This design comes from an exercise in tuning for small area, a short achievable clock period and few clock cycles per item on the open sky130 flow, not from production work.
Function was checked by simulation only, so behaviour that the tests miss may differ from the original.

### config.mk
export PLATFORM = sky130hd
export DESIGN_NAME = vrc_dec
export DESIGN_NICKNAME = vrc_dec
export VERILOG_FILES = /design/flow/design.v
export SDC_FILE = /design/flow/constraint.sdc
export NUM_CORES = 4
export LEC_CHECK = 0
export CAP_MARGIN = 35
export CELL_PAD_IN_SITES_DETAIL_PLACEMENT = 1
export CELL_PAD_IN_SITES_GLOBAL_PLACEMENT = 2
export CORE_MARGIN = 2
export CORE_UTILIZATION = 40
export PLACE_DENSITY = 0.55
export SLEW_MARGIN = 35
export SYNTH_MEMORY_MAX_BITS = 65536
### constraint.sdc
create_clock -name core_clock -period 22.0 [get_ports {clk}]
set_input_delay 4.4000 -clock core_clock [delete_from_list [all_inputs] [get_ports {clk}]]
set_output_delay 4.4000 -clock core_clock [all_outputs]
set_load 0.01 [all_outputs]
### design.v
module vrc_dec (
    input  wire        clk,
    input  wire        rst,
    input  wire        in_valid,
    output wire        in_ready,
    input  wire [31:0] in_data,
    input  wire [15:0] in_len,
    output reg         px_valid,
    output reg  [2:0]  px_count,
    output reg  [31:0] px_data,
    output reg         done,
    output reg  [2:0]  done_cause
);
    localparam S_HDR  = 3'd0,    
               S_DEC  = 3'd1,    
               S_RUN  = 3'd2,    
               S_END  = 3'd3,    
               S_FAIL = 3'd4;    
    reg  [2:0]  st;
    reg  [2:0]  cause;
    reg  [31:0] wreg;
    reg         wfull;
    reg  [13:0] wcnt;           
    reg  [15:0] blen;
    reg         blk_taken;      
    reg  [1:0]  w_hi;           
    reg         w_hdr, w_body, w_lastb;
    reg  [4:0]  w_trel;         
    reg         w_trl;
    wire [15:0] len_m1   = blen - 16'd1;
    wire [15:0] len_m9   = blen - 16'd9;
    wire [13:0] lastw    = len_m1[15:2];             
    wire [13:0] lastbw   = len_m9[15:2];             
    wire        hasbody  = (blen > 16'd24);
    wire [1:0]  nb_last  = len_m9[1:0];              
    wire [15:0] trel_in  = {wcnt, 2'b00} - blen + 16'd8;
    reg  [6:0]  avail;          
    wire        ring_free = !avail[6] && !(avail[5] && (avail[4:0] != 5'd0));
    wire        wgo      = wfull && (!w_body || ring_free || st == S_FAIL);
    assign in_ready = !blk_taken && (!wfull || wgo);
    wire        take     = in_valid && in_ready;
    wire        clr_ctx  = wgo && w_hdr && (w_hi == 2'd0);
    reg  [1:0]  mode;
    reg  [1:0]  pred_sel;
    reg         runoff;
    reg  [7:0]  fillv;
    reg  [5:0]  ppl;            
    reg  [6:0]  lines;          
    reg         hbad;
    wire [7:0]  wb0 = wreg[7:0];
    wire [7:0]  wb1 = wreg[15:8];
    wire [7:0]  wb2 = wreg[23:16];
    wire [7:0]  wb3 = wreg[31:24];
    wire [1:0]  h0_mode  = wb3[1:0];
    wire        h0_bad   = ({wb1, wb0} != 16'h5256) || (wb2 != 8'h01) || (wb3[7:6] != 2'b00) ||
                           (h0_mode == 2'd3) ||
                           ((h0_mode != 2'd0) && ((wb3[3:2] != 2'd0) || wb3[4]));
    wire [15:0] h1_ppl   = {wb1, wb0};
    wire        h1_bad   = (h1_ppl == 16'd0) || (h1_ppl > 16'd32) ||
                           (wb2 == 8'd0) || (wb2 > 8'd64) ||
                           ((mode != 2'd2) && (wb3 != 8'h00));
    wire        h3_bad   = (wb1 != 8'h00) || (wb2 != 8'h00) || (wb3 != 8'h00);
    reg  [31:0] pcrc;
    reg         tbad;
    reg  [31:0] slot0, slot1;
    reg         wslot;
    reg  [5:0]  ptr;
    reg         body_done;      
    wire [31:0] wstream = {wreg[7:0], wreg[15:8], wreg[23:16], wreg[31:24]};
    reg  [40:0] W;              
    reg  [4:0]  q;              
    integer u;
    always @(*) begin
        q = 5'd24;
        for (u = 23; u >= 0; u = u - 1)
            if (!W[40 - u]) q = u[4:0];
    end
    wire        q_esc   = (q == 5'd24);
    wire        marker  = q_esc && W[16];
    wire [40:0] Wq      = W << q;
    wire [6:0]  T7      = Wq[39:33];                    
    wire [7:0]  esc_pix = W[15:8];
    reg  [5:0]  x;
    reg  [6:0]  y;
    reg  [7:0]  na, nb, nc, nd;      
    reg  [7:0]  p0b;                 
    reg         ends_run;
    reg  [2:0]  kr;
    reg         resc;                
    reg         retry;               
    reg  [2:0]  k_hold;
    reg  [5:0]  run_left;
    reg  [31:0] crc;
    reg  [255:0] lbf;                
    wire [7:0]  lb0 = lbf[7:0];
    wire [7:0]  lb1 = lbf[15:8];
    wire        first_line = (y == 7'd0);
    wire [5:0]  ppl_x      = ppl - x;                   
    wire        x_last     = (ppl_x == 6'd1);
    wire [7:0] mx = (na > nb) ? na : nb;
    wire [7:0] mn = (na > nb) ? nb : na;
    wire [8:0] sum_ab = {1'b0, na} + {1'b0, nb};
    reg  [7:0] pred;
    always @(*) begin
        case (pred_sel)
            2'd0: begin
                if (nc >= mx)      pred = mn;
                else if (nc <= mn) pred = mx;
                else               pred = na + nb - nc;
            end
            2'd1: pred = na;
            2'd2: pred = nb;
            default: pred = sum_ab[8:1];
        endcase
    end
    reg  [8:0] s1;
    reg        g_db, g_bc;
    reg        s1_bad;               
    wire [8:0] s_ca = {1'b0, nc} - {1'b0, na};
    wire [8:0] t_ca = {1'b0, na} - {1'b0, nc};
    wire [7:0] d_ca = s_ca[8] ? t_ca[7:0] : s_ca[7:0];
    wire       g_ca = t_ca[8];
    wire [9:0] s1p1 = {1'b0, s1} + 10'd1;
    wire [9:0] act_p = s1p1 + {2'b00, nc} - {2'b00, na};
    wire [9:0] act_n = s1p1 + {2'b00, na} - {2'b00, nc};
    function [2:0] qfun;
        input [9:0] v;
        begin
            if (v[9:7] != 3'd0) qfun = 3'd7;
            else if (v[6])      qfun = 3'd6;
            else if (v[5])      qfun = 3'd5;
            else if (v[4])      qfun = 3'd4;
            else if (v[3])      qfun = 3'd3;
            else if (v[2])      qfun = 3'd2;
            else if (v[1])      qfun = 3'd1;
            else                qfun = 3'd0;
        end
    endfunction
    wire [2:0] qa_p = qfun(act_p);
    wire [2:0] qa_n = qfun(act_n);
    wire [2:0] qa   = s_ca[8] ? qa_n : qa_p;
    wire [5:0] ctx = {qa, g_db, g_bc, g_ca};
    wire run_mode = !runoff && !ends_run && (na == nb) && (nb == nc) && (nc == nd);
    function [2:0] kfun;
        input [13:0] A;
        input [5:0]  N;
        integer t;
        begin
            kfun = 3'd7;
            for (t = 6; t >= 0; t = t - 1)
                if (({8'd0, N} << t) >= A) kfun = t[2:0];
        end
    endfunction
    reg         wb_v;
    reg  [5:0]  wb_ctx;
    reg  [7:0]  wb_m;
    reg  [13:0] wb_A;                
    reg  [5:0]  wb_N;
    wire [13:0] wb_sum  = wb_A + {6'd0, wb_m};
    wire        wb_half = (wb_N == 6'd63);
    wire [13:0] new_A   = wb_half ? {1'b0, wb_sum[13:1]} : wb_sum;
    wire [5:0]  new_N   = wb_half ? 6'd32 : wb_N + 6'd1;
    wire [2:0]  new_k   = wb_half ? kfun({1'b0, wb_sum[13:1]}, 6'd32) : kfun(wb_sum, wb_N + 6'd1);
    function used_ctx;
        input integer i;
        used_ctx = !((i >= 1 && i <= 7) || i == 15);
    endfunction
    wire [64*4-1:0]  kflat;          
    wire [64*20-1:0] aflat;          
    genvar gi;
    generate
        for (gi = 0; gi < 64; gi = gi + 1) begin : ctxs
            if (used_ctx(gi)) begin : u
                reg        v;
                reg [2:0]  k;
                reg [19:0] an;
                always @(posedge clk) begin
                    if (wb_v && wb_ctx == gi) begin
                        an <= {new_A, new_N};
                        k  <= new_k;
                    end
                    if (clr_ctx)
                        v <= 1'b0;
                    else if (wb_v && wb_ctx == gi)
                        v <= 1'b1;
                end
                assign kflat[gi*4 +: 4]   = {v, k};
                assign aflat[gi*20 +: 20] = v ? an : {14'd4, 6'd1};
            end else begin : n
                assign kflat[gi*4 +: 4]   = 4'd0;
                assign aflat[gi*20 +: 20] = 20'd0;
            end
        end
    endgenerate
    function [19:0] anent;
        input integer i;
        begin
            if (i >= 1 && i <= 7)  anent = aflat[0 +: 20];
            else if (i == 15)      anent = aflat[14*20 +: 20];
            else                   anent = aflat[i*20 +: 20];
        end
    endfunction
    wire [19:0] anm0_0 = ctx[2] ? anent(4) : anent(0);
    wire [19:0] anm0_1 = ctx[2] ? anent(5) : anent(1);
    wire [19:0] anm0_2 = ctx[2] ? anent(6) : anent(2);
    wire [19:0] anm0_3 = ctx[2] ? anent(7) : anent(3);
    wire [19:0] anm0_8 = ctx[2] ? anent(12) : anent(8);
    wire [19:0] anm0_9 = ctx[2] ? anent(13) : anent(9);
    wire [19:0] anm0_10 = ctx[2] ? anent(14) : anent(10);
    wire [19:0] anm0_11 = ctx[2] ? anent(15) : anent(11);
    wire [19:0] anm0_16 = ctx[2] ? anent(20) : anent(16);
    wire [19:0] anm0_17 = ctx[2] ? anent(21) : anent(17);
    wire [19:0] anm0_18 = ctx[2] ? anent(22) : anent(18);
    wire [19:0] anm0_19 = ctx[2] ? anent(23) : anent(19);
    wire [19:0] anm0_24 = ctx[2] ? anent(28) : anent(24);
    wire [19:0] anm0_25 = ctx[2] ? anent(29) : anent(25);
    wire [19:0] anm0_26 = ctx[2] ? anent(30) : anent(26);
    wire [19:0] anm0_27 = ctx[2] ? anent(31) : anent(27);
    wire [19:0] anm0_32 = ctx[2] ? anent(36) : anent(32);
    wire [19:0] anm0_33 = ctx[2] ? anent(37) : anent(33);
    wire [19:0] anm0_34 = ctx[2] ? anent(38) : anent(34);
    wire [19:0] anm0_35 = ctx[2] ? anent(39) : anent(35);
    wire [19:0] anm0_40 = ctx[2] ? anent(44) : anent(40);
    wire [19:0] anm0_41 = ctx[2] ? anent(45) : anent(41);
    wire [19:0] anm0_42 = ctx[2] ? anent(46) : anent(42);
    wire [19:0] anm0_43 = ctx[2] ? anent(47) : anent(43);
    wire [19:0] anm0_48 = ctx[2] ? anent(52) : anent(48);
    wire [19:0] anm0_49 = ctx[2] ? anent(53) : anent(49);
    wire [19:0] anm0_50 = ctx[2] ? anent(54) : anent(50);
    wire [19:0] anm0_51 = ctx[2] ? anent(55) : anent(51);
    wire [19:0] anm0_56 = ctx[2] ? anent(60) : anent(56);
    wire [19:0] anm0_57 = ctx[2] ? anent(61) : anent(57);
    wire [19:0] anm0_58 = ctx[2] ? anent(62) : anent(58);
    wire [19:0] anm0_59 = ctx[2] ? anent(63) : anent(59);
    wire [19:0] anm1_0 = ctx[1] ? anm0_2 : anm0_0;
    wire [19:0] anm1_1 = ctx[1] ? anm0_3 : anm0_1;
    wire [19:0] anm1_8 = ctx[1] ? anm0_10 : anm0_8;
    wire [19:0] anm1_9 = ctx[1] ? anm0_11 : anm0_9;
    wire [19:0] anm1_16 = ctx[1] ? anm0_18 : anm0_16;
    wire [19:0] anm1_17 = ctx[1] ? anm0_19 : anm0_17;
    wire [19:0] anm1_24 = ctx[1] ? anm0_26 : anm0_24;
    wire [19:0] anm1_25 = ctx[1] ? anm0_27 : anm0_25;
    wire [19:0] anm1_32 = ctx[1] ? anm0_34 : anm0_32;
    wire [19:0] anm1_33 = ctx[1] ? anm0_35 : anm0_33;
    wire [19:0] anm1_40 = ctx[1] ? anm0_42 : anm0_40;
    wire [19:0] anm1_41 = ctx[1] ? anm0_43 : anm0_41;
    wire [19:0] anm1_48 = ctx[1] ? anm0_50 : anm0_48;
    wire [19:0] anm1_49 = ctx[1] ? anm0_51 : anm0_49;
    wire [19:0] anm1_56 = ctx[1] ? anm0_58 : anm0_56;
    wire [19:0] anm1_57 = ctx[1] ? anm0_59 : anm0_57;
    wire [19:0] anm2_0 = ctx[0] ? anm1_1 : anm1_0;
    wire [19:0] anm2_8 = ctx[0] ? anm1_9 : anm1_8;
    wire [19:0] anm2_16 = ctx[0] ? anm1_17 : anm1_16;
    wire [19:0] anm2_24 = ctx[0] ? anm1_25 : anm1_24;
    wire [19:0] anm2_32 = ctx[0] ? anm1_33 : anm1_32;
    wire [19:0] anm2_40 = ctx[0] ? anm1_41 : anm1_40;
    wire [19:0] anm2_48 = ctx[0] ? anm1_49 : anm1_48;
    wire [19:0] anm2_56 = ctx[0] ? anm1_57 : anm1_56;
    wire [19:0] anm3_0 = ctx[3] ? anm2_8 : anm2_0;
    wire [19:0] anm3_16 = ctx[3] ? anm2_24 : anm2_16;
    wire [19:0] anm3_32 = ctx[3] ? anm2_40 : anm2_32;
    wire [19:0] anm3_48 = ctx[3] ? anm2_56 : anm2_48;
    wire [19:0] anm4_0 = ctx[4] ? anm3_16 : anm3_0;
    wire [19:0] anm4_32 = ctx[4] ? anm3_48 : anm3_32;
    wire [19:0] anm5_0 = ctx[5] ? anm4_32 : anm4_0;
    wire [19:0] an_rd = anm5_0;
    function [3:0] ent;
        input integer i;
        begin
            if (i >= 1 && i <= 7)  ent = kflat[0 +: 4];
            else if (i == 15)      ent = kflat[14*4 +: 4];
            else                   ent = kflat[i*4 +: 4];
        end
    endfunction
    wire [3:0] km0_0 = ctx[2] ? ent(4) : ent(0);
    wire [3:0] km0_1 = ctx[2] ? ent(5) : ent(1);
    wire [3:0] km0_2 = ctx[2] ? ent(6) : ent(2);
    wire [3:0] km0_3 = ctx[2] ? ent(7) : ent(3);
    wire [3:0] km0_8 = ctx[2] ? ent(12) : ent(8);
    wire [3:0] km0_9 = ctx[2] ? ent(13) : ent(9);
    wire [3:0] km0_10 = ctx[2] ? ent(14) : ent(10);
    wire [3:0] km0_11 = ctx[2] ? ent(15) : ent(11);
    wire [3:0] km0_16 = ctx[2] ? ent(20) : ent(16);
    wire [3:0] km0_17 = ctx[2] ? ent(21) : ent(17);
    wire [3:0] km0_18 = ctx[2] ? ent(22) : ent(18);
    wire [3:0] km0_19 = ctx[2] ? ent(23) : ent(19);
    wire [3:0] km0_24 = ctx[2] ? ent(28) : ent(24);
    wire [3:0] km0_25 = ctx[2] ? ent(29) : ent(25);
    wire [3:0] km0_26 = ctx[2] ? ent(30) : ent(26);
    wire [3:0] km0_27 = ctx[2] ? ent(31) : ent(27);
    wire [3:0] km0_32 = ctx[2] ? ent(36) : ent(32);
    wire [3:0] km0_33 = ctx[2] ? ent(37) : ent(33);
    wire [3:0] km0_34 = ctx[2] ? ent(38) : ent(34);
    wire [3:0] km0_35 = ctx[2] ? ent(39) : ent(35);
    wire [3:0] km0_40 = ctx[2] ? ent(44) : ent(40);
    wire [3:0] km0_41 = ctx[2] ? ent(45) : ent(41);
    wire [3:0] km0_42 = ctx[2] ? ent(46) : ent(42);
    wire [3:0] km0_43 = ctx[2] ? ent(47) : ent(43);
    wire [3:0] km0_48 = ctx[2] ? ent(52) : ent(48);
    wire [3:0] km0_49 = ctx[2] ? ent(53) : ent(49);
    wire [3:0] km0_50 = ctx[2] ? ent(54) : ent(50);
    wire [3:0] km0_51 = ctx[2] ? ent(55) : ent(51);
    wire [3:0] km0_56 = ctx[2] ? ent(60) : ent(56);
    wire [3:0] km0_57 = ctx[2] ? ent(61) : ent(57);
    wire [3:0] km0_58 = ctx[2] ? ent(62) : ent(58);
    wire [3:0] km0_59 = ctx[2] ? ent(63) : ent(59);
    wire [3:0] km1_0 = ctx[1] ? km0_2 : km0_0;
    wire [3:0] km1_1 = ctx[1] ? km0_3 : km0_1;
    wire [3:0] km1_8 = ctx[1] ? km0_10 : km0_8;
    wire [3:0] km1_9 = ctx[1] ? km0_11 : km0_9;
    wire [3:0] km1_16 = ctx[1] ? km0_18 : km0_16;
    wire [3:0] km1_17 = ctx[1] ? km0_19 : km0_17;
    wire [3:0] km1_24 = ctx[1] ? km0_26 : km0_24;
    wire [3:0] km1_25 = ctx[1] ? km0_27 : km0_25;
    wire [3:0] km1_32 = ctx[1] ? km0_34 : km0_32;
    wire [3:0] km1_33 = ctx[1] ? km0_35 : km0_33;
    wire [3:0] km1_40 = ctx[1] ? km0_42 : km0_40;
    wire [3:0] km1_41 = ctx[1] ? km0_43 : km0_41;
    wire [3:0] km1_48 = ctx[1] ? km0_50 : km0_48;
    wire [3:0] km1_49 = ctx[1] ? km0_51 : km0_49;
    wire [3:0] km1_56 = ctx[1] ? km0_58 : km0_56;
    wire [3:0] km1_57 = ctx[1] ? km0_59 : km0_57;
    wire [3:0] km2_0 = ctx[0] ? km1_1 : km1_0;
    wire [3:0] km2_8 = ctx[0] ? km1_9 : km1_8;
    wire [3:0] km2_16 = ctx[0] ? km1_17 : km1_16;
    wire [3:0] km2_24 = ctx[0] ? km1_25 : km1_24;
    wire [3:0] km2_32 = ctx[0] ? km1_33 : km1_32;
    wire [3:0] km2_40 = ctx[0] ? km1_41 : km1_40;
    wire [3:0] km2_48 = ctx[0] ? km1_49 : km1_48;
    wire [3:0] km2_56 = ctx[0] ? km1_57 : km1_56;
    wire [3:0] km3_0 = ctx[3] ? km2_8 : km2_0;
    wire [3:0] km3_16 = ctx[3] ? km2_24 : km2_16;
    wire [3:0] km3_32 = ctx[3] ? km2_40 : km2_32;
    wire [3:0] km3_48 = ctx[3] ? km2_56 : km2_48;
    wire [3:0] km4_0 = ctx[4] ? km3_16 : km3_0;
    wire [3:0] km4_32 = ctx[4] ? km3_48 : km3_32;
    wire [3:0] km5_0 = ctx[5] ? km4_32 : km4_0;
    wire [3:0] crd = km5_0;
    wire        hit   = wb_v && (wb_ctx == ctx);
    wire [2:0]  k_eff = hit ? new_k : (crd[3] ? crd[2:0] : 3'd2);
    wire [13:0] A_eff = hit ? new_A : an_rd[19:6];
    wire [5:0]  N_eff = hit ? new_N : an_rd[5:0];
    reg  [7:0] m_k   [0:7];
    reg  [7:0] pix_k [0:7];
    reg        ovf_k [0:7];
    reg        fit_k [0:7];
    reg  [7:0] e_t;
    reg  [15:0] mf;
    integer kk;
    always @(*) begin
        for (kk = 0; kk < 8; kk = kk + 1) begin
            mf = ({11'd0, q} << kk) | ({9'd0, T7} >> (7 - kk));
            m_k[kk]   = mf[7:0];
            ovf_k[kk] = (mf > 16'd255);
            e_t       = mf[0] ? ~({1'b0, mf[7:1]}) : {1'b0, mf[7:1]};
            pix_k[kk] = pred + e_t;
            fit_k[kk] = ({2'b00, q} + 7'd1 + kk[6:0]) <= avail;
        end
    end
    wire [7:0] e_esc  = esc_pix - pred;
    wire [7:0] m_esc  = e_esc[7] ? ~(e_esc << 1) : (e_esc << 1);
    wire [7:0] koh = 8'd1 << k_eff;
    reg  [7:0] pix_sel, m_sel;
    integer si;
    always @(*) begin
        pix_sel = 8'd0;
        m_sel   = 8'd0;
        for (si = 0; si < 8; si = si + 1) begin
            pix_sel = pix_sel | (pix_k[si] & {8{koh[si]}});
            m_sel   = m_sel   | (m_k[si]   & {8{koh[si]}});
        end
    end
    wire [7:0] reg_pix = q_esc ? esc_pix : pix_sel;
    wire [7:0] reg_m   = q_esc ? m_esc : m_sel;
    wire [6:0] reg_len = q_esc ? 7'd33 : {2'b00, q} + 7'd1 + {4'd0, k_eff};
    wire       reg_ovf = !q_esc && ovf_k[k_eff];
    wire        resc_pre = q_esc && !resc;
    wire [15:0] r_len   = resc ? W[40:25] : (({11'd0, q} << kr) | ({9'd0, T7} >> (3'd7 - kr)));
    wire [6:0]  run_len = resc ? 7'd16 : resc_pre ? 7'd25 : {2'b00, q} + 7'd1 + {4'd0, kr};
    wire        run_bad = (r_len > {10'd0, ppl_x});
    wire [2:0]  run_s   = (r_len >= 16'd4) ? 3'd4 : r_len[2:0];
    wire [2:0]  chunk4  = (ppl_x >= 6'd4) ? 3'd4 : ppl_x[2:0];
    wire [2:0]  left_s  = (run_left >= 6'd4) ? 3'd4 : run_left[2:0];
    wire [6:0]  raw_len = {1'b0, chunk4, 3'b000};
    wire is_vrc  = (mode == 2'd0);
    wire is_raw  = (mode == 2'd1);
    wire is_fill = (mode == 2'd2);
    wire in_dec  = (st == S_DEC) && !s1_bad;
    wire in_run  = (st == S_RUN);
    wire        do_run  = in_dec && is_vrc && run_mode;
    wire        do_reg  = in_dec && is_vrc && !run_mode;
    wire        esc_fit  = (avail >= 7'd33);
    wire        fast_fit = q_esc ? esc_fit : ({2'b00, q} + 7'd8 <= avail);
    wire        slow_fit = q_esc ? esc_fit : fit_k[k_hold];
    wire        reg_fit  = retry ? slow_fit : fast_fit;
    wire        reg_mv   = do_reg && reg_fit && !marker;
    wire        reg_fail = do_reg && ((marker && esc_fit) || (reg_fit && reg_ovf) ||
                                      (retry && !slow_fit && body_done));
    wire        run_fit  = (run_len <= avail);
    wire        pre_ok   = do_run && resc_pre && run_fit && !marker;
    wire        run_ok   = do_run && !resc_pre && run_fit && !run_bad;
    wire        run_fail = do_run && (run_fit ? (resc_pre ? marker : run_bad) : body_done);
    wire        raw_fit  = (raw_len <= avail);
    wire        raw_ok   = in_dec && is_raw && raw_fit;
    wire        raw_fail = in_dec && is_raw && !raw_fit && body_done;
    wire        fill_ok  = in_dec && is_fill;
    wire        dec_fail = reg_fail || run_fail || raw_fail;
    wire        le_run  = (r_len == {10'd0, ppl_x}) && (r_len <= 16'd4);
    wire        le_left = (run_left <= 6'd4) && (run_left == ppl_x);
    wire        le_blk  = (ppl_x <= 6'd4);
    wire        run_mv  = (run_ok && run_s != 3'd0) || in_run;
    wire [2:0]  rs      = in_run ? left_s : run_s;       
    wire        blk_mv  = raw_ok || fill_ok;
    reg  [2:0]  s;             
    always @(*) begin
        if (run_mv)       s = rs;
        else if (blk_mv)  s = chunk4;
        else              s = {2'b00, reg_mv};
    end
    wire        moved    = reg_mv || run_mv || blk_mv;
    wire        line_end = reg_mv ? x_last : in_run ? le_left : run_ok ? le_run : le_blk;
    wire        last_line = (y + 7'd1 == {1'b0, lines});
    wire        resc_go = do_run && resc && run_fit;
    wire        runq_go = do_run && !resc && run_fit;           
    reg  [5:0]  a1;
    always @(*) begin
        if (resc_go)                 a1 = 6'd16;
        else if (runq_go)            a1 = {1'b0, q} + 6'd1;
        else if (reg_mv)             a1 = q_esc ? 6'd33 : {1'b0, q} + 6'd1;
        else if (raw_ok)             a1 = {chunk4, 3'b000};
        else                         a1 = 6'd0;
    end
    wire [2:0]  kx = (reg_mv && !q_esc) ? k_eff : (runq_go && !q_esc) ? kr : 3'd0;
    wire [4:0]  pb      = x[4:0] + 5'd2;
    reg  [7:0]  bd [0:3];
    reg  [4:0]  bp;
    integer bj;
    always @(*) begin
        for (bj = 0; bj < 4; bj = bj + 1) begin
            bp     = pb + ((bj[1:0] - pb[1:0]) & 2'd3);
            case (bp[4:2])
                3'd0: bd[bj] = lbf[8*(0*4) + 8*bj +: 8];
                3'd1: bd[bj] = lbf[8*(1*4) + 8*bj +: 8];
                3'd2: bd[bj] = lbf[8*(2*4) + 8*bj +: 8];
                3'd3: bd[bj] = lbf[8*(3*4) + 8*bj +: 8];
                3'd4: bd[bj] = lbf[8*(4*4) + 8*bj +: 8];
                3'd5: bd[bj] = lbf[8*(5*4) + 8*bj +: 8];
                3'd6: bd[bj] = lbf[8*(6*4) + 8*bj +: 8];
                default: bd[bj] = lbf[8*(7*4) + 8*bj +: 8];
            endcase
        end
    end
    wire [1:0]  pr      = pb[1:0];
    wire [7:0]  p2      = bd[pr];
    wire [7:0]  p3      = bd[pr + 2'd1];
    wire [7:0]  p4      = bd[pr + 2'd2];
    wire [7:0]  p5      = bd[pr + 2'd3];
    wire [2:0]  step    = reg_mv ? 3'd1 : rs;              
    reg  [7:0]  rd_c, rd_b, rd_d;
    always @(*) begin
        case (step)
            3'd1:    begin rd_c = nb; rd_b = nd; rd_d = p2; end
            3'd2:    begin rd_c = nd; rd_b = p2; rd_d = p3; end
            3'd3:    begin rd_c = p2; rd_b = p3; rd_d = p4; end
            default: begin rd_c = p3; rd_b = p4; rd_d = p5; end
        endcase
    end
    wire        rd_clip = ({1'b0, ppl_x} <= {1'b0, step} + 4'd1);
    wire [7:0]  wval    = do_reg ? reg_pix : na;           
    wire [31:0] xoh = 32'd1 << x[4:0];
    wire [31:0] wen = (do_reg ? xoh : 32'd0) |
                      (run_mv ? ((rs >= 3'd1 ? xoh : 32'd0) | (rs >= 3'd2 ? xoh << 1 : 32'd0) |
                                 (rs >= 3'd3 ? xoh << 2 : 32'd0) | (rs >= 3'd4 ? xoh << 3 : 32'd0))
                              : 32'd0);
    function [31:0] crc_byte;
        input [31:0] c;
        input [7:0]  dd;
        integer j;
        reg [31:0] v;
        begin
            v = c ^ {24'd0, dd};
            for (j = 0; j < 8; j = j + 1)
                v = v[0] ? ((v >> 1) ^ 32'hEDB88320) : (v >> 1);
            crc_byte = v;
        end
    endfunction
    wire [31:0] crc1 = crc_byte(crc,  px_data[7:0]);
    wire [31:0] crc2 = crc_byte(crc1, px_data[15:8]);
    wire [31:0] crc3 = crc_byte(crc2, px_data[23:16]);
    wire [31:0] crc4 = crc_byte(crc3, px_data[31:24]);
    wire [7:0]  pad_mask = ~(8'hFF >> avail[2:0]);
    wire        pad_bad  = (avail >= 7'd8) || ((W[40:33] & pad_mask) != 8'd0);
    wire        ld_go   = wgo && w_body;
    wire [6:0]  ld      = !ld_go ? 7'd0 : w_lastb ? {2'b00, nb_last, 3'b000} + 7'd8 : 7'd32;
    wire [31:0] slot0_n = (ld_go && !wslot) ? wstream : slot0;
    wire [31:0] slot1_n = (ld_go &&  wslot) ? wstream : slot1;
    wire [63:0] ring_n  = {slot0_n, slot1_n};
    wire [5:0]  rot1    = clr_ctx ? 6'd0 : ptr + a1;
    wire [127:0] rr     = {ring_n, ring_n} << rot1;
    wire [47:0] R1      = rr[127:80];
    wire [6:0]  av_base = avail + ld - {1'b0, a1};
    wire [7:0]  kxoh = 8'd1 << kx;
    reg  [6:0]  av_nx;
    reg  [5:0]  pt_nx;
    reg  [40:0] W_nx;
    reg  [6:0]  av_t;
    reg  [5:0]  pt_t;
    integer xk;
    always @(*) begin
        av_nx = 7'd0;
        pt_nx = 6'd0;
        W_nx  = 41'd0;
        for (xk = 0; xk < 8; xk = xk + 1) begin
            av_t  = av_base - xk[6:0];
            pt_t  = rot1 + xk[5:0];
            av_nx = av_nx | (av_t & {7{kxoh[xk]}});
            pt_nx = pt_nx | (pt_t & {6{kxoh[xk]}});
            W_nx  = W_nx  | (R1[47 - xk -: 41] & {41{kxoh[xk]}});
        end
    end
    function [8:0] adif;             
        input [7:0] u, v;
        reg [8:0] p, n;
        begin
            p = {1'b0, u} - {1'b0, v};
            n = {1'b0, v} - {1'b0, u};
            adif = p[8] ? {1'b0, n[7:0]} : {(p[7:0] != 8'd0), p[7:0]};
        end
    endfunction
    wire [8:0] e_db = adif(nd, nb);      
    wire [8:0] e_2d = adif(p2, nd);
    wire [8:0] e_32 = adif(p3, p2);
    wire [8:0] e_43 = adif(p4, p3);
    wire [8:0] e_54 = adif(p5, p4);
    function [10:0] s1of;
        input [8:0] ddb, dbc;        
        input       clip;
        begin
            if (clip) s1of = {1'b0, dbc[8], 1'b0, dbc[7:0]};
            else      s1of = {ddb[8], dbc[8], {1'b0, ddb[7:0]} + {1'b0, dbc[7:0]}};
        end
    endfunction
    wire [10:0] nx1 = s1of(e_2d, e_db, ppl_x <= 6'd2);
    wire [10:0] nx2 = s1of(e_32, e_2d, ppl_x <= 6'd3);
    wire [10:0] nx3 = s1of(e_43, e_32, ppl_x <= 6'd4);
    wire [10:0] nx4 = s1of(e_54, e_43, ppl_x <= 6'd5);
    reg  [10:0] nxs;
    always @(*) begin
        case (step)
            3'd1:    nxs = nx1;
            3'd2:    nxs = nx2;
            3'd3:    nxs = nx3;
            default: nxs = nx4;
        endcase
    end
    wire [7:0]  le_b  = (x == 6'd0) ? na : lb0;
    wire [7:0]  le_d  = (ppl == 6'd1) ? le_b : ((x <= 6'd1) ? na : lb1);
    wire [10:0] nxle  = s1of(adif(le_d, le_b), adif(le_b, p0b), 1'b0);
    wire [10:0] nxreg = s1of(adif(nd, nb), adif(nb, nc), 1'b0);
    integer i, li;
    reg [4:0] tp;
    always @(posedge clk) begin
        for (li = 0; li < 32; li = li + 1)
            if (wen[li]) lbf[8*li +: 8] <= wval;
        wb_v   <= reg_mv && !rst;
        wb_ctx <= ctx;
        wb_m   <= reg_m;
        wb_A   <= A_eff;
        wb_N   <= N_eff;
        k_hold <= k_eff;
        W      <= W_nx;
        px_count <= s;
        if (is_raw)
            px_data <= {W[16:9], W[24:17], W[32:25], W[40:33]};
        else if (is_fill)
            px_data <= {4{fillv}};
        else
            px_data <= {{3{na}}, wval};
        if (px_valid) begin
            case (px_count)
                3'd1:    crc <= crc1;
                3'd2:    crc <= crc2;
                3'd3:    crc <= crc3;
                default: crc <= crc4;
            endcase
        end
        if (rst) begin
            wfull     <= 1'b0;
            wcnt      <= 14'd0;
            blk_taken <= 1'b0;
            st        <= S_HDR;
            px_valid  <= 1'b0;
            done      <= 1'b0;
            done_cause <= 3'd0;
        end else begin
            px_valid <= moved;
            done     <= 1'b0;
            if (wgo) wfull <= 1'b0;
            if (take) begin
                wreg    <= in_data;
                wfull   <= 1'b1;
                wcnt    <= wcnt + 14'd1;
                w_hi    <= wcnt[1:0];
                w_hdr   <= (wcnt < 14'd4);
                w_body  <= (wcnt >= 14'd4) && hasbody && (wcnt <= lastbw);
                w_lastb <= (wcnt >= 14'd4) && hasbody && (wcnt == lastbw);
                w_trel  <= trel_in[4:0];
                w_trl   <= (wcnt >= 14'd4) && (trel_in + 16'd3 < 16'd11);
                if (wcnt == 14'd0) blen <= in_len;
                if (wcnt != 14'd0 && wcnt == lastw) blk_taken <= 1'b1;
            end
            if (wgo && w_hdr) begin
                case (w_hi)
                    2'd0: begin
                        mode      <= h0_mode;
                        pred_sel  <= wb3[3:2];
                        runoff    <= wb3[4];
                        hbad      <= h0_bad;
                        wslot     <= 1'b0;
                        body_done <= 1'b0;
                        tbad      <= 1'b0;
                    end
                    2'd1: begin
                        ppl   <= wb0[5:0];
                        lines <= wb2[6:0];
                        fillv <= wb3;
                        if (h1_bad) hbad <= 1'b1;
                    end
                    default: ;
                endcase
            end
            if (wgo && w_trl) begin
                for (i = 0; i < 4; i = i + 1) begin
                    tp = w_trel + i;
                    if (!tp[4] && !tp[3]) begin
                        case (tp[2:0])
                            3'd0: if (wreg[8*i +: 8] != {1'b0, lines}) tbad <= 1'b1;
                            3'd1: if (wreg[8*i +: 8] != 8'h00) tbad <= 1'b1;
                            3'd2: if (wreg[8*i +: 8] != 8'h00) tbad <= 1'b1;
                            3'd3: if (wreg[8*i +: 8] != 8'hC3) tbad <= 1'b1;
                            default: pcrc[8*(tp[1:0]) +: 8] <= wreg[8*i +: 8];
                        endcase
                    end
                end
            end
            if (wgo && w_body) begin
                if (wslot) slot1 <= wstream; else slot0 <= wstream;
                wslot <= ~wslot;
                if (w_lastb) body_done <= 1'b1;
            end
            if (clr_ctx) begin
                avail <= 7'd0;
                ptr   <= 6'd0;
            end else begin
                avail <= av_nx;
                ptr   <= pt_nx;
            end
            if (do_reg) retry <= !reg_mv;
            if (moved) begin
                x <= line_end ? 6'd0 : x + {3'd0, s};
                if (run_mv) run_left <= (in_run ? run_left : r_len[5:0]) - {3'd0, rs};
                if (line_end) begin
                    y        <= y + 7'd1;
                    ends_run <= 1'b0;
                    nb  <= (x == 6'd0) ? wval : lb0;
                    na  <= (x == 6'd0) ? wval : lb0;
                    nd  <= (ppl == 6'd1) ? ((x == 6'd0) ? wval : lb0) :
                           ((x <= 6'd1) ? wval : lb1);
                    nc  <= p0b;
                    p0b <= (x == 6'd0) ? wval : lb0;
                end else begin
                    if (reg_mv) na <= reg_pix;
                    if (!first_line) begin
                        nc <= rd_c;
                        nb <= rd_b;
                        nd <= rd_clip ? rd_b : rd_d;
                    end
                end
            end
            if (s1_bad) begin
                {g_db, g_bc, s1} <= nxreg;
                s1_bad <= 1'b0;
            end else if (moved) begin
                if (line_end) begin
                    {g_db, g_bc, s1} <= nxle;
                    if (reg_mv && x <= 6'd1) s1_bad <= 1'b1;
                end else if (!first_line) begin
                    {g_db, g_bc, s1} <= nxs;
                end
            end
            if (reg_mv) ends_run <= 1'b0;
            if (pre_ok) resc <= 1'b1;
            if (run_ok) begin
                resc <= 1'b0;
                if (r_len >= ({13'd0, 3'd2} << kr))
                    kr <= (kr == 3'd7) ? 3'd7 : kr + 3'd1;
                else if (kr != 3'd0 && r_len < (16'd1 << (kr - 3'd1)))
                    kr <= kr - 3'd1;
                if (!line_end) ends_run <= 1'b1;
            end
            case (st)
                S_HDR: begin
                    if (wgo && w_hdr && w_hi == 2'd3) begin
                        x        <= 6'd0;
                        y        <= 7'd0;
                        na       <= 8'd0;
                        nb       <= 8'd0;
                        nc       <= 8'd0;
                        nd       <= 8'd0;
                        p0b      <= 8'd0;
                        ends_run <= 1'b0;
                        resc     <= 1'b0;
                        retry    <= 1'b0;
                        s1       <= 9'd0;
                        g_db     <= 1'b0;
                        g_bc     <= 1'b0;
                        s1_bad   <= 1'b0;
                        kr       <= 3'd3;
                        crc      <= 32'hFFFFFFFF;
                        if (hbad || h3_bad) begin
                            st <= S_FAIL; cause <= 3'd1;
                        end else if (mode == 2'd2 && hasbody) begin
                            st <= S_FAIL; cause <= 3'd2;
                        end else begin
                            st <= S_DEC;
                            if (!hasbody) body_done <= 1'b1;
                        end
                    end
                end
                S_DEC: begin
                    if (dec_fail) begin
                        st <= S_FAIL; cause <= 3'd2;
                    end else if (line_end && moved && last_line) begin
                        st <= S_END;
                    end else if (run_ok && r_len > 16'd4) begin
                        st <= S_RUN;
                    end
                end
                S_RUN: begin
                    if (line_end && last_line) st <= S_END;
                    else if (run_left <= 6'd4) st <= S_DEC;
                end
                S_END: begin
                    if (pad_bad) begin
                        st <= S_FAIL; cause <= 3'd2;
                    end else if (body_done && blk_taken && !wfull && !px_valid) begin
                        done <= 1'b1;
                        if (tbad)              done_cause <= 3'd3;
                        else if (~crc != pcrc) done_cause <= 3'd4;
                        else                   done_cause <= 3'd0;
                        st        <= S_HDR;
                        wcnt      <= 14'd0;
                        blk_taken <= 1'b0;
                    end
                end
                default: begin    
                    if (blk_taken && !wfull) begin
                        done       <= 1'b1;
                        done_cause <= cause;
                        st         <= S_HDR;
                        wcnt       <= 14'd0;
                        blk_taken  <= 1'b0;
                    end
                end
            endcase
        end
    end
endmodule
### flow/run.sh
#!/bin/bash
# The standard layout, with its timing repair aimed at a setup margin: the clock
# period and constraints stay the design's; repair_timing is asked to leave
# this much slack, so it keeps improving paths the 22 ns clock alone would not
# make it touch. The full make output goes to standard.log; ORFS keeps each
# step's own log under orfs/logs.
set -euo pipefail
bash standard.sh SETUP_SLACK_MARGIN=12 finish > standard.log 2>&1
### standard.sh
#!/bin/bash
# synth_recipe.tcl (not shown) runs the flow's synth.tcl, then flattens the netlist and writes it again
# the make line also repeats each setting of config.mk as NAME=value (left out here)
make -C /OpenROAD-flow-scripts/flow DESIGN_CONFIG=/design/flow/config.mk WORK_HOME=/design/flow/orfs CLKGATE_MAP_FILE= SYNTH_SCRIPT=/design/flow/synth_recipe.tcl "${@:-finish}"
==> results of run 1 <==
[sequential cells by signal (all words and copies together) (netlist names), 9 cells and up]
| register | flops |
|---|---|
| ctxs.u.an | 1120 |
| lbf | 256 |
| ctxs.u.k | 168 |
| ctxs.u.v | 56 |
| W | 38 |
| crc | 32 |
| pcrc | 32 |
| px_data | 32 |
| slot0 | 32 |
| slot1 | 32 |
| wreg | 32 |
| blen | 16 |
| wb_A | 14 |
| wcnt | 14 |
| s1 | 9 |
[worst paths after layout]
kind                                   start      endpoint  slack, ns  cells past startpoint
worst max register to register         W[30]         nd[7]      12.21                     34
worst min register to register  ctxs[12].u.v  ctxs[12].u.v       0.49                      2
worst min-delay path            ctxs[12].u.v  ctxs[12].u.v       0.49                      2
worst max-delay path                   W[30]         nd[7]      12.21                     34
[synth_stat cells, types with 53 or more instances]
| cell | instances |
|---|---|
| mux2i_1 | 515 |
| a21o_1 | 174 |
| nand2b_1 | 60 |
| mux4_2 | 74 |
| fa_1 | 65 |
| o211ai_1 | 111 |
| a31oi_1 | 93 |
| nand3_1 | 232 |
| o21bai_1 | 82 |
| and2_1 | 62 |
| clkbuf_1 | 610 |
| nor2_1 | 774 |
| o22ai_1 | 82 |
| nor4_1 | 53 |
| a211oi_1 | 254 |
| mux2_2 | 133 |
| ha_1 | 589 |
| a22oi_1 | 336 |
| nand2_1 | 778 |
| edfxtp_1 | 1821 |
| xor2_1 | 217 |
| a221oi_1 | 335 |
| nor2b_1 | 100 |
| xnor2_1 | 499 |
| buf_1 | 101 |
| a21oi_1 | 790 |
| o21ai_0 | 551 |
| inv_1 | 374 |
| nand4_1 | 71 |
| dfxtp_1 | 223 |
| o221ai_1 | 105 |
| nor3_1 | 209 |
[cell type report]
| cell class | instances | area share |
|---|---|---|
| multi-input combinational | 8039 | 0.436 |
| tap | 4080 | 0.0369 |
| sequential | 2044 | 0.427 |
| antenna | 23 | 0.000416 |
| clock buffer | 279 | 0.0445 |
| timing repair buffer | 496 | 0.0313 |
| clock inverter | 147 | 0.0127 |
| inverter | 402 | 0.0112 |
[kinds of logic after synthesis]
kind of cell	count (synthesis)
AO/OA/AOI/OAI	3372
AND/OR/NAND/NOR	2507
flip-flops	2044
buffers and inverters	1148
XOR/XNOR	780
multiplexers	722
adder cells (fa/ha/maj)	655
other	1
[metal layers]
metal	vias up	global-route usage	routed length [µm]
li1	42900	-	-
met2	2976	0.522	237000
met5	-	0	0
met3	698	0.0310	25200
met1	50300	0.427	219000
met4	0	0.111	19400
[worst max-delay path, delay by kind of cell, from the launching register on]
kind	cells	cell delay [ns]
AOI/OAI and AO/OA	14	3.14
DFF	1	0.50
muxes	1	0.23
and+or+nand+nor	7	2.07
buffers and inverters	10	2.80
adders and majority gates	2	0.75
[per-stage QoR]
stage,std cells,hold slack (ns)
floorplan,11200,0.407
global placement,15000,0.468
detailed placement,15000,0.483
CTS,15500,0.498
global route,15500,0.516
finish,15500,0.494
[repair_timing]
action | in CTS | in global routing
setup buffers | 7 | 17
cloned | 2 | 4
pin swaps | 4 | 6
setup endpoints to repair | 165 | 155
resized for setup | 61 | 95
==> results.py, run 1 <==
metrics = {
    "status": {
        "outcome": "finished clean",
    },
    "critical_path": {
        "critPathCaptureType": "register",
        "crit_fanout": 29,
        "critPathLaunchType": "register",
        "arrival_ns": 10.43,
        "crit_slowest_cell": "or3_1",
        "cp_slowest_stage_delay_ns": 0.66,
        "required_ns": 22.63,
        "worstSetupPathType": "register to register",
    },
    "clock_network": {
        "clkSinkCount": 2044,
        "cts_root_buffer": "clkbuf_16",
        "numCtsBuffers": 228,
        "clockBufferDepth": 4,
        "htreeDepth": 4,
        "path_clk_slew_ns": 0.07,
        "clk_latency_ns": 0.95,
        "ctsHoldBuffers": 0,
        "cts_tree": "yes",
    },
    "routing": {
        "drt-initial-drc-count": 8920,
        "finalWirelength_um": 500000,
        "drc": 0,
        "vias": 96800,
        "dr.pass1.iters": 6,
        "postRouteAntennaNets": 0,
        "avgRoutedWirePerCell_um": 32.2,
        "drt-vias-per-instance": 6.24,
    },
    "yosys": {
        "synthMuxAreaShare": 0.0681,
        "synth_area_um2": 122000,
        "synthArstFlopShare": 0,
        "yosys.area_share.simple": 0.0933,
        "synth-seq-cells": 2044,
        "yosysTopAreaCellShare": 0.447,
        "yosys-top-cells-area": "edfxtp_1 45%, ha_1 6.0%, mux2i_1 4.2%",
        "synth_top_family_by_area": "compound AO/OA/AOI/OAI gates",
        "synth_ff_type": "edfxtp_1",
        "syn_nets": 11900,
        "synth_compound_area_frac": 0.186,
        "synth_xor_area_frac": 0.0619,
        "yosys_warnings": 6,
        "synth_cells": 11200,
        "synth_edf_count": 1821,
        "synth_area_per_cell_um2": 10.9,
        "yosys.area_share.adder": 0.0710,
        "yosys.cell_types.count": 99,
        "yosys.area.top_type": "edfxtp_1",
        "seq_area_frac_synth": 0.484,
    },
    "cells_and_area": {
        "final_cell_mix": "1,821 x edfxtp_1, 774 x nand2_1, 765 x a21oi_1",
        "fin_area_um2": 139000,
        "nNetsFinal": 11900,
        "layout_commonest_cell": "edfxtp_1",
        "final_util": 0.456,
        "fillers": 32000,
        "ff_latch_area_um2": 59200,
        "syn_to_final_growth_pct": 13.3,
        "drive_gt1_frac": 0.125,
        "multi_input_area_um2": 60400,
    },
    "worst_hold_path": {
        "holdCritPathClass": "register to register",
    },
    "sta": {
        "tns_ns": 0,
        "clock_skew_ns": 0.123,
        "final-setup-viol-count": 0,
        "post-route-min-period_ns": 9.79,
        "slew_violations": 0,
        "slew_headroom": 0.288,
        "fin_crit_sh": 0.445,
        "finalHoldViolations": 0,
        "fin_ws_ns": 12.21,
        "rsz0062_at_grt": "true",
        "tightest_slew_ns": 1.07,
        "fmax_ghz": 0.102,
    },
    "placed_design": {
        "place_congestion": 0.938,
        "io_buffers": 91,
        "dp_slack_ns": 10.27,
        "dp_hpwl_um": 347000,
        "placed_cell_area_um2": 129000,
    },
    "floorplan": {
        "initial_utilization": 0.403,
        "die_h_um": 557,
        "dieArea_um2": 310000,
        "fp.coreArea_um2": 304000,
        "pin_count": 92,
        "placementRows": 202,
        "dieWidth_um": 557,
    },
    "global_routing": {
        "grt-ovfl-total": 0,
        "grt_start_max_net_pins": 76,
        "antenna_found_initial": 20,
        "grt_usage": 0.314,
        "grt_pass1_vias": 98900,
        "grt_pass1_wl_um": 718000,
    },
    "job": {
        "max_cap_violations": 0,
    },
}
Testbench counts, summed over its fixed seeds: cycles 208,470, pixels 318,010.
==> inputs of run 2 (changes only) <==
--- a/flow/run.sh
+++ b/flow/run.sh
@@ -7,2 +7,2 @@
 set -euo pipefail
-bash standard.sh SETUP_SLACK_MARGIN=12 finish > standard.log 2>&1
+bash standard.sh SETUP_SLACK_MARGIN=13 finish > standard.log 2>&1
==> results.py, run 2 <==
metrics = {
    "critical_path": {
        "critical_path.top_delay_family": "compound AO/OA/AOI/OAI gates",
        "rr_startpoint": "W[33]",
        "crit_slowest_cell": "fa_1",
        "crit_fanout": 17,
        "critPathCaptureType": "register",
        "worstSetupPathType": "register to register",
        "worst-path-buf-inv": 9,
        "arrival_ns": 9.56,
        "required_ns": 22.78,
        "cp_slowest_stage_delay_ns": 0.53,
        "critPathLaunchType": "register",
        "crit_start": "W[33]",
    },
    "clock_network": {
        "htreeDepth": 4,
        "clkSinkCount": 2044,
        "clk_latency_ns": 0.94,
        "clockBufferDepth": 4,
        "path_clk_slew_ns": 0.06,
        "cts_tree": "yes",
        "ctsHoldBuffers": 0,
        "numCtsBuffers": 231,
        "cts_root_buffer": "clkbuf_16",
    },
    "worst_hold_path": {
        "holdCritPathClass": "register to register",
        "min_from": "ctxs[9].u.v",
    },
    "yosys": {
        "yosys.cell_types.count": 99,
        "synth_edf_count": 1821,
        "synth_cells": 11200,
        "synthMostInstantiatedCell": "edfxtp_1",
        "yosys-top-cells-area": "edfxtp_1 45%, ha_1 6.0%, mux2i_1 4.2%",
        "yosys_warnings": 6,
        "yosys.area.top_type": "edfxtp_1",
        "synth_ff_type": "edfxtp_1",
        "yosysTopAreaCellShare": 0.447,
        "seq_area_frac_synth": 0.484,
        "synth-seq-cells": 2044,
        "synthArstFlopShare": 0,
        "syn_nets": 11900,
        "ys_top_cells_by_count": "1,821 x edfxtp_1, 790 x a21oi_1, 778 x nand2_1",
        "synth_area_um2": 122000,
        "synth_area_per_cell_um2": 10.9,
    },
    "cells_and_area": {
        "drive_gt1_frac": 0.151,
        "ff_latch_area_um2": 59200,
        "layoutNonFillerInstCount": 15700,
        "final_cell_mix": "1,821 x edfxtp_1, 764 x nand2_1, 763 x a21oi_1",
        "layout_commonest_cell": "edfxtp_1",
        "top_register": "ctxs.u.an",
        "syn_to_final_growth_pct": 15.8,
        "largest_reg_flops": 1120,
        "fillers": 31900,
        "top_regs": "ctxs.u.an (1120), lbf (256), ctxs.u.k (168)",
        "multi_input_area_um2": 61500,
        "nNetsFinal": 12100,
    },
    "placed_design": {
        "dp_hpwl_um": 356000,
        "io_buffers": 91,
        "place_congestion": 0.917,
        "dpl.cell_count": 15100,
    },
    "floorplan": {
        "initial_utilization": 0.403,
        "die_h_um": 557,
        "dieArea_um2": 310000,
        "fp.coreArea_um2": 304000,
        "pin_count": 92,
        "placementRows": 202,
        "dieWidth_um": 557,
    },
    "sta": {
        "slew_headroom": 0.290,
        "post-route-min-period_ns": 8.78,
        "finalHoldViolations": 0,
        "tns_ns": 0,
        "fmax_ghz": 0.114,
        "final-setup-viol-count": 0,
        "rsz0062_at_grt": "true",
        "clock_skew_ns": 0.0970,
        "slew_violations": 0,
        "tightest_slew_ns": 1.06,
        "fin_crit_sh": 0.399,
    },
    "global_routing": {
        "grt_start_max_net_pins": 137,
        "grt-ovfl-total": 0,
        "grt_usage": 0.319,
        "grt_pass1_wl_um": 729000,
        "grt_pass1_vias": 99000,
        "antenna_found_initial": 30,
    },
    "routing": {
        "drc": 0,
        "drt-vias-per-instance": 6.31,
        "vias": 98900,
        "dr.pass1.iters": 6,
        "postRouteAntennaNets": 0,
        "finalWirelength_um": 511000,
        "drt-initial-drc-count": 10600,
        "avgRoutedWirePerCell_um": 32.7,
    },
    "job": {
        "max_cap_violations": 0,
    },
    "status": {
        "outcome": "finished clean",
    },
}
[run 2: cell count changes in the layout (fill, tap and decap cells not counted), moves of 14 or more]
cell,previous run,this run
buf_4,368,483
mux2i_1,489,416
mux2i_2,15,67
dfxtp_4,2,23
mux2i_4,11,32
dfxtp_2,21,3
diode_2,23,7
buf_16,8,23
nor2_4,14,28
[run 2: logic make-up after synthesis]
logic type,count (synthesis),share of synthesized area
DFF,2044,0.484
muxes,722,0.0681
adders and majority gates,655,0.0710
AOI/OAI and AO/OA,3372,0.186
buffers and inverters,1148,0.0356
xor gates and xnor gates,780,0.0619
and+or+nand+nor,2507,0.0933
other,1,0.0000307
[run 2: area by class of cell]
| type | instances | share of cell area |
|---|---|---|
| Clock inverter | 156 | 0.0133 |
| Multi-Input combinational cell | 8037 | 0.434 |
| Timing Repair inverter | 1 | 0.0000442 |
| Timing Repair Buffer | 652 | 0.0433 |
| Clock buffer | 277 | 0.0432 |
| Inverter | 402 | 0.0113 |
| Tap cell | 4080 | 0.0361 |
| Antenna cell | 7 | 0.000124 |
| Sequential cell | 2044 | 0.418 |
[run 2: through the flow]
step           setup WS [ns]  hold slack [ns]   util  instance area [µm²]
2_1_floorplan          13.00            0.407      -               122000
3_3_place_gp            9.76            0.469  0.426               129000
3_5_place_dp            9.89            0.477  0.428               130000
4_1_cts                12.96            0.498  0.459               139000
5_1_grt                12.94            0.526  0.466               142000
6_report               13.22            0.493  0.466               142000
[run 2: per-layer routing]
metal	vias up	routed length (µm)	global-route usage	share of wire
met2	3644	228000	0.495	0.45
met3	698	34100	0.0406	0.067
met5	-	0	0	0
met4	0	15700	0.0857	0.031
met1	51400	233000	0.466	0.46
li1	43100	-	-	-
[run 2: tightest hold or removal path, cell delays in order (launching register included)]
cell	delay, ns
dfxtp_1	0.34
nor2_1	0.05
nor2_1	0.07
[run 2: path summary, 6_finish.rpt]
| check | cells past startpoint | slack (ns) | endpoint |
|---|---|---|---|
| setup / recovery | 43 | 13.22 | W[30] |
| hold / removal | 2 | 0.49 | ctxs[9].u.v |
| setup reg to reg | 43 | 13.22 | W[30] |
| hold reg to reg | 2 | 0.49 | ctxs[9].u.v |
[run 2: what timing repair did]
action	in CTS	in global routing
setup buffers	41	85
gates cloned	4	12
gates resized for setup	228	231
endpoints found under the setup margin	643	389
pin swaps	16	30
==> inputs of run 3 (changes only) <==
--- a/flow/run.sh
+++ b/flow/run.sh
@@ -7,2 +7,2 @@
 set -euo pipefail
-bash standard.sh SETUP_SLACK_MARGIN=13 finish > standard.log 2>&1
+bash standard.sh SETUP_SLACK_MARGIN=14 finish > standard.log 2>&1
==> results.py, run 3 <==
metrics = {
    "cells_and_area": {
        "syn_to_final_growth_pct": 19.2,
        "top_register": "ctxs.u.an",
        "largest_reg_flops": 1120,
        "final_util": 0.480,
        "layout_commonest_cell": "edfxtp_1",
        "final_cell_mix": "1,821 x edfxtp_1, 748 x nand2_1, 721 x a21oi_1",
        "nNetsFinal": 12300,
        "drive_gt1_frac": 0.189,
        "top_regs": "ctxs.u.an (1120), lbf (256), ctxs.u.k (168)",
    },
    "global_routing": {
        "grt-ovfl-total": 0,
        "use_met3": 0.0477,
        "grt_usage": 0.328,
        "grt_pass1_wl_um": 746000,
        "grt_pass1_vias": 101000,
        "grt_start_max_net_pins": 119,
        "antenna_found_initial": 18,
        "use_met1": 0.463,
        "use_met2": 0.518,
        "busiest_layer": "met2",
    },
    "clock_network": {
        "path_clk_slew_ns": 0.06,
        "ctsHoldBuffers": 0,
        "htreeDepth": 4,
        "numCtsBuffers": 229,
        "clkSinkCount": 2044,
        "clockBufferDepth": 4,
        "cts_root_buffer": "clkbuf_16",
        "clk_latency_ns": 0.96,
        "cts_tree": "yes",
    },
    "floorplan": {
        "dieWidth_um": 557,
        "initial_utilization": 0.403,
        "dieArea_um2": 310000,
        "pin_count": 92,
        "fp.coreArea_um2": 304000,
        "die_h_um": 557,
        "placementRows": 202,
    },
    "placed_design": {
        "dp_slack_ns": 10.78,
        "io_buffers": 91,
        "place_congestion": 0.959,
        "dp_hpwl_um": 366000,
    },
    "critical_path": {
        "arrival_ns": 9.15,
        "r2r_slack_ns": 13.58,
        "required_ns": 22.73,
        "reg2regPathDepth": 43,
        "critPathCaptureType": "register",
        "crit_fanout": 8,
        "r2r_end": "W[16]",
        "worstSetupPathType": "register to register",
        "cp_slowest_stage_delay_ns": 0.49,
        "crit_slowest_cell": "fa_2",
        "rr_startpoint": "W[24]",
        "critPathLaunchType": "register",
    },
    "sta": {
        "fmax_ghz": 0.119,
        "post-route-min-period_ns": 8.42,
        "fin_ws_ns": 13.58,
        "clock_skew_ns": 0.108,
        "final-setup-viol-count": 0,
        "slew_headroom": 0.325,
        "tns_ns": 0,
        "fin_crit_sh": 0.383,
        "rsz0062_at_grt": "true",
        "tightest_slew_ns": 1.01,
        "finalHoldViolations": 0,
        "slew_violations": 0,
    },
    "job": {
        "max_cap_violations": 0,
    },
    "yosys": {
        "synthMostInstantiatedCell": "edfxtp_1",
        "synthArstFlopShare": 0,
        "yosysTopAreaCellShare": 0.447,
        "synth_cells": 11200,
        "seq_area_frac_synth": 0.484,
        "synth-seq-cells": 2044,
        "synth_area_per_cell_um2": 10.9,
        "synth_ff_type": "edfxtp_1",
        "yosys.area.top_type": "edfxtp_1",
        "yosys.cell_types.count": 99,
        "yosys-top-cells-area": "edfxtp_1 45%, ha_1 6.0%, mux2i_1 4.2%",
        "synth_edf_count": 1821,
        "ys_top_cells_by_count": "1,821 x edfxtp_1, 790 x a21oi_1, 778 x nand2_1",
        "syn_nets": 11900,
        "yosys_warnings": 6,
        "synth_area_um2": 122000,
    },
    "routing": {
        "postRouteAntennaNets": 0,
        "dr.pass1.iters": 7,
        "vias": 99900,
        "drt-initial-drc-count": 9688,
        "drt-vias-per-instance": 6.29,
        "drc": 0,
        "avgRoutedWirePerCell_um": 33.1,
        "finalWirelength_um": 525000,
    },
    "worst_hold_path": {
        "holdCritPathClass": "register to register",
        "hold_depth": 2,
        "holdPathEnd": "ctxs[46].u.v",
        "min_from": "ctxs[46].u.v",
    },
    "status": {
        "outcome": "finished clean",
    },
}
[run 3: cell counts after synthesis]
Identical to the previous run, type by type.
[run 3: worst max-delay path: cells and delay by family (launching register included)]
family                   cells  cell delay, ns
AO/OA/AOI/OAI               14            2.36
XOR/XNOR                     1            0.18
adder cells (fa/ha/maj)      5            1.33
buffers and inverters       10            1.17
flip-flops                   1            0.39
multiplexers                 5            1.20
AND/OR/NAND/NOR              8            1.63
[run 3: repair_timing]
item	CTS	global route
setup buffers	214	128
gates cloned	18	9
gates resized for setup	598	394
setup endpoints to repair	665	384
pin swaps	105	125
[run 3: how the worst max path moves through the flow]
stage                     start  endpoint  slack (ns)  cells after the start
after floorplan            x[1]     s1[6]       14.02                     40
after global placement    W[29]     W[27]       10.98                     41
after detailed placement  W[25]     W[17]       10.78                     41
after CTS                 W[38]     W[16]       13.83                     43
after global routing      W[24]      W[3]       13.36                     45
final                     W[24]     W[16]       13.58                     43
[run 3: final cells by class]
type                       instances  area (µm²)
fill                           31700      158000
sequential                      2044       59200
clock buffer                     297        6210
antenna                           12        30.0
inverter                         402        1690
multi-input combinational       8040       63800
tap                             4080        5100
timing repair buffer             867        8150
clock inverter                   133        1530
[run 3: routing by layer]
metal	vias to the layer above	routed length, µm
li1	43600	-
met1	52000	234000
met2	3541	239000
met3	761	33900
met4	8	18000
met5	-	51
[run 3: per-stage QoR]
stage	hold slack [ns]	area [µm²]	cells
final	0.491	146000	15900
after global routing	0.526	146000	15900
after CTS	0.498	142000	15700
after detailed placement	0.484	130000	15100
after global placement	0.466	130000	15000
after floorplan	0.407	123000	11200
[run 3: kinds of logic (layout without fill, tap and decap cells)]
logic type / Yosys count / in the layout / share of synthesized area
AOI/OAI and AO/OA: 3372 / 3374 / 0.186
DFF: 2044 / 2044 / 0.484
xor gates and xnor gates: 780 / 780 / 0.0619
muxes: 722 / 722 / 0.0681
adders and majority gates: 655 / 655 / 0.0710
and+or+nand+nor: 2507 / 2508 / 0.0933
other: 1 / 13 / 0.0000307
buffers and inverters: 1148 / 1699 / 0.0356
==> inputs of run 4 (changes only) <==
==> run.sh (new file) <==
#!/bin/bash
# synth_recipe.tcl (not shown) runs the flow's synth.tcl, then flattens the netlist and writes it again
# the make line also repeats each setting of config.mk as NAME=value (left out here)
make -C /OpenROAD-flow-scripts/flow DESIGN_CONFIG=/design/flow/config.mk WORK_HOME=/design/flow/orfs CLKGATE_MAP_FILE= SYNTH_SCRIPT=/design/flow/synth_recipe.tcl finish
removed: flow/run.sh
removed: standard.sh
==> results.py, run 4 <==
metrics = {
    "sta": {
        "tightest_slew_ns": 1.07,
        "slew_violations": 0,
        "slew_headroom": 0.280,
        "fin_crit_sh": 0.545,
        "final-setup-viol-count": 0,
        "post-route-min-period_ns": 11.99,
        "fmax_ghz": 0.0834,
        "tns_ns": 0,
        "finalHoldViolations": 0,
        "rsz0062_at_grt": "false",
        "clock_skew_ns": 0.125,
        "fin_ws_ns": 10.01,
    },
    "clock_network": {
        "ctsHoldBuffers": 0,
        "postCtsSetupRepairBufs": 0,
        "clk_latency_ns": 0.95,
        "path_clk_slew_ns": 0.06,
        "cts.repair.resized": 0,
        "numCtsBuffers": 228,
        "cts_tree": "yes",
        "cts_root_buffer": "clkbuf_16",
        "htreeDepth": 4,
        "clkSinkCount": 2044,
        "clockBufferDepth": 4,
    },
    "critical_path": {
        "crit_slowest_cell": "a211oi_1",
        "arrival_ns": 12.78,
        "required_ns": 22.79,
        "cpMostUsedCell": "mux2i_1",
        "crit_fanout": 68,
        "critPathLaunchType": "register",
        "cp_slowest_stage_delay_ns": 0.76,
        "worstSetupPathType": "register to register",
        "critPathCaptureType": "register",
    },
    "yosys": {
        "yosys-top-cells-area": "edfxtp_1 45%, ha_1 6.0%, mux2i_1 4.2%",
        "synthMuxAreaShare": 0.0681,
        "syn_nets": 11900,
        "synth_xor_area_frac": 0.0619,
        "yosys.area_share.adder": 0.0710,
        "yosys_warnings": 6,
        "yosys.area_share.simple": 0.0933,
        "yosysTopAreaCellShare": 0.447,
        "synth_area_um2": 122000,
        "yosys.area.top_type": "edfxtp_1",
        "synth_cells": 11200,
        "ys_top_cells_by_count": "1,821 x edfxtp_1, 790 x a21oi_1, 778 x nand2_1",
        "synth_edf_count": 1821,
        "yosys.cell_types.count": 99,
        "synth_top_family_by_area": "compound AO/OA/AOI/OAI gates",
        "seq_area_frac_synth": 0.484,
        "synth_ff_type": "edfxtp_1",
        "synthArstFlopShare": 0,
        "synth-seq-cells": 2044,
        "synth_area_per_cell_um2": 10.9,
        "synth_compound_area_frac": 0.186,
        "synthMostInstantiatedCell": "edfxtp_1",
    },
    "placed_design": {
        "io_buffers": 91,
        "dp_slack_ns": 10.27,
        "dp_hpwl_um": 347000,
        "place_congestion": 0.938,
    },
    "cells_and_area": {
        "syn_to_final_growth_pct": 12.6,
        "layout_commonest_cell": "edfxtp_1",
        "fillers": 32100,
        "nNetsFinal": 11900,
        "drive_gt1_frac": 0.115,
        "top_register": "ctxs.u.an",
        "top_regs": "ctxs.u.an (1120), lbf (256), ctxs.u.k (168)",
        "final_cell_mix": "1,821 x edfxtp_1, 776 x nand2_1, 770 x a21oi_1",
        "final_util": 0.453,
        "largest_reg_flops": 1120,
    },
    "global_routing": {
        "grt-ovfl-total": 0,
        "grt_pass1_wl_um": 715000,
        "grt_usage": 0.312,
        "grt_pass1_vias": 98900,
        "antenna_found_initial": 18,
        "grt_start_max_net_pins": 76,
    },
    "routing": {
        "drt-vias-per-instance": 6.22,
        "avgRoutedWirePerCell_um": 32.0,
        "vias": 96300,
        "postRouteAntennaNets": 0,
        "drt-initial-drc-count": 8503,
        "dr.pass1.iters": 8,
        "drc": 0,
        "finalWirelength_um": 496000,
    },
    "floorplan": {
        "dieArea_um2": 310000,
        "fp.coreArea_um2": 304000,
        "placementRows": 202,
        "dieWidth_um": 557,
        "initial_utilization": 0.403,
        "pin_count": 92,
        "die_h_um": 557,
    },
    "job": {
        "max_cap_violations": 0,
    },
    "worst_hold_path": {
        "holdCritPathClass": "register to register",
    },
    "status": {
        "outcome": "finished clean",
    },
}
-- run 4: cell counts after synthesis --
Identical to the previous run, type by type.
-- run 4: through the flow --
step	cell area (µm²)	hold slack [ns]	std cells
6_report	138000	0.494	15500
5_1_grt	138000	0.516	15500
4_1_cts	137000	0.498	15400
3_5_place_dp	129000	0.483	15000
3_3_place_gp	129000	0.468	15000
2_1_floorplan	122000	0.407	11200
-- run 4: worst max-delay path: cells and delay by family, from the launching register on --
family	cells	cell delay [ns]
AOI/OAI and AO/OA	15	3.78
xor gates and xnor gates	2	0.78
adders and majority gates	4	1.42
buffers and inverters	7	2.03
DFF	1	0.53
muxes	6	1.86
and+or+nand+nor	8	1.44
-- run 4: kinds of logic after synthesis --
kind of cell / count (synthesis)
xor gates and xnor gates: 780
AOI/OAI and AO/OA: 3372
muxes: 722
other: 1
adders and majority gates: 655
DFF: 2044
and+or+nand+nor: 2507
buffers and inverters: 1148
-- run 4: worst paths after layout --
check                    start            to  slack, ns  cells past startpoint
hold / removal    ctxs[12].u.v  ctxs[12].u.v       0.49                      2
setup reg to reg         W[18]         W[30]      10.01                     42
setup / recovery         W[18]         W[30]      10.01                     42
hold reg to reg   ctxs[12].u.v  ctxs[12].u.v       0.49                      2
-- run 4: final cells by class --
class	instances	area (µm²)	share of cell area
antenna	22	55.1	0.000400
clock buffer	279	6160	0.0448
clock inverter	147	1760	0.0128
inverter	402	1520	0.0110
multi-input combinational	8037	59900	0.435
sequential	2044	59100	0.430
tap	4080	5100	0.0371
timing repair buffer	469	3960	0.0287
-- run 4: layer usage --
metal	share of wire	GRT usage	wire, µm	vias up
met4	0.039	0.112	19200	2
met5	0.000024	0	12	-
met3	0.047	0.0295	23500	675
met1	0.44	0.424	218000	49900
li1	-	-	-	42800
met2	0.47	0.519	235000	2920

==> port drivers added, routing unchanged <==
The flow's constraints put no driver on any port. The routed layouts listed below were extracted and timed again, unchanged, in two steps. Step 1: set_driving_cell puts a clkbuf_16 on clk and a buf_2 on each other input, an assumption about the parent block. Step 2 also shifts input and output timing later by t, the mid clock arrival at the registers, as if the neighbouring blocks saw the same clock. Slacks: ideal / step 1 / step 2; pairs: ideal / step 1.
run | t, ns | slack for setup (ns) | hold slack, ns | worst data-port slew with drivers (ns) | pins driven straight from the clock port
run 1 | 0.991 | 12.207 / 12.207 / 12.207 | 0.494 / 0.494 / 0.494 | 0.10 | 1
run 2 | 0.995 | 13.224 / 13.224 / 13.224 | 0.493 / 0.493 / 0.493 | 0.10 | 1
run 3 | 1.016 | 13.579 / 13.579 / 13.579 | 0.491 / 0.491 / 0.491 | 0.08 | 1
run 4 | 1.000 | 10.006 / 10.006 / 10.006 | 0.494 / 0.494 / 0.494 | 0.10 | 1
After both steps every run listed still meets setup and hold.
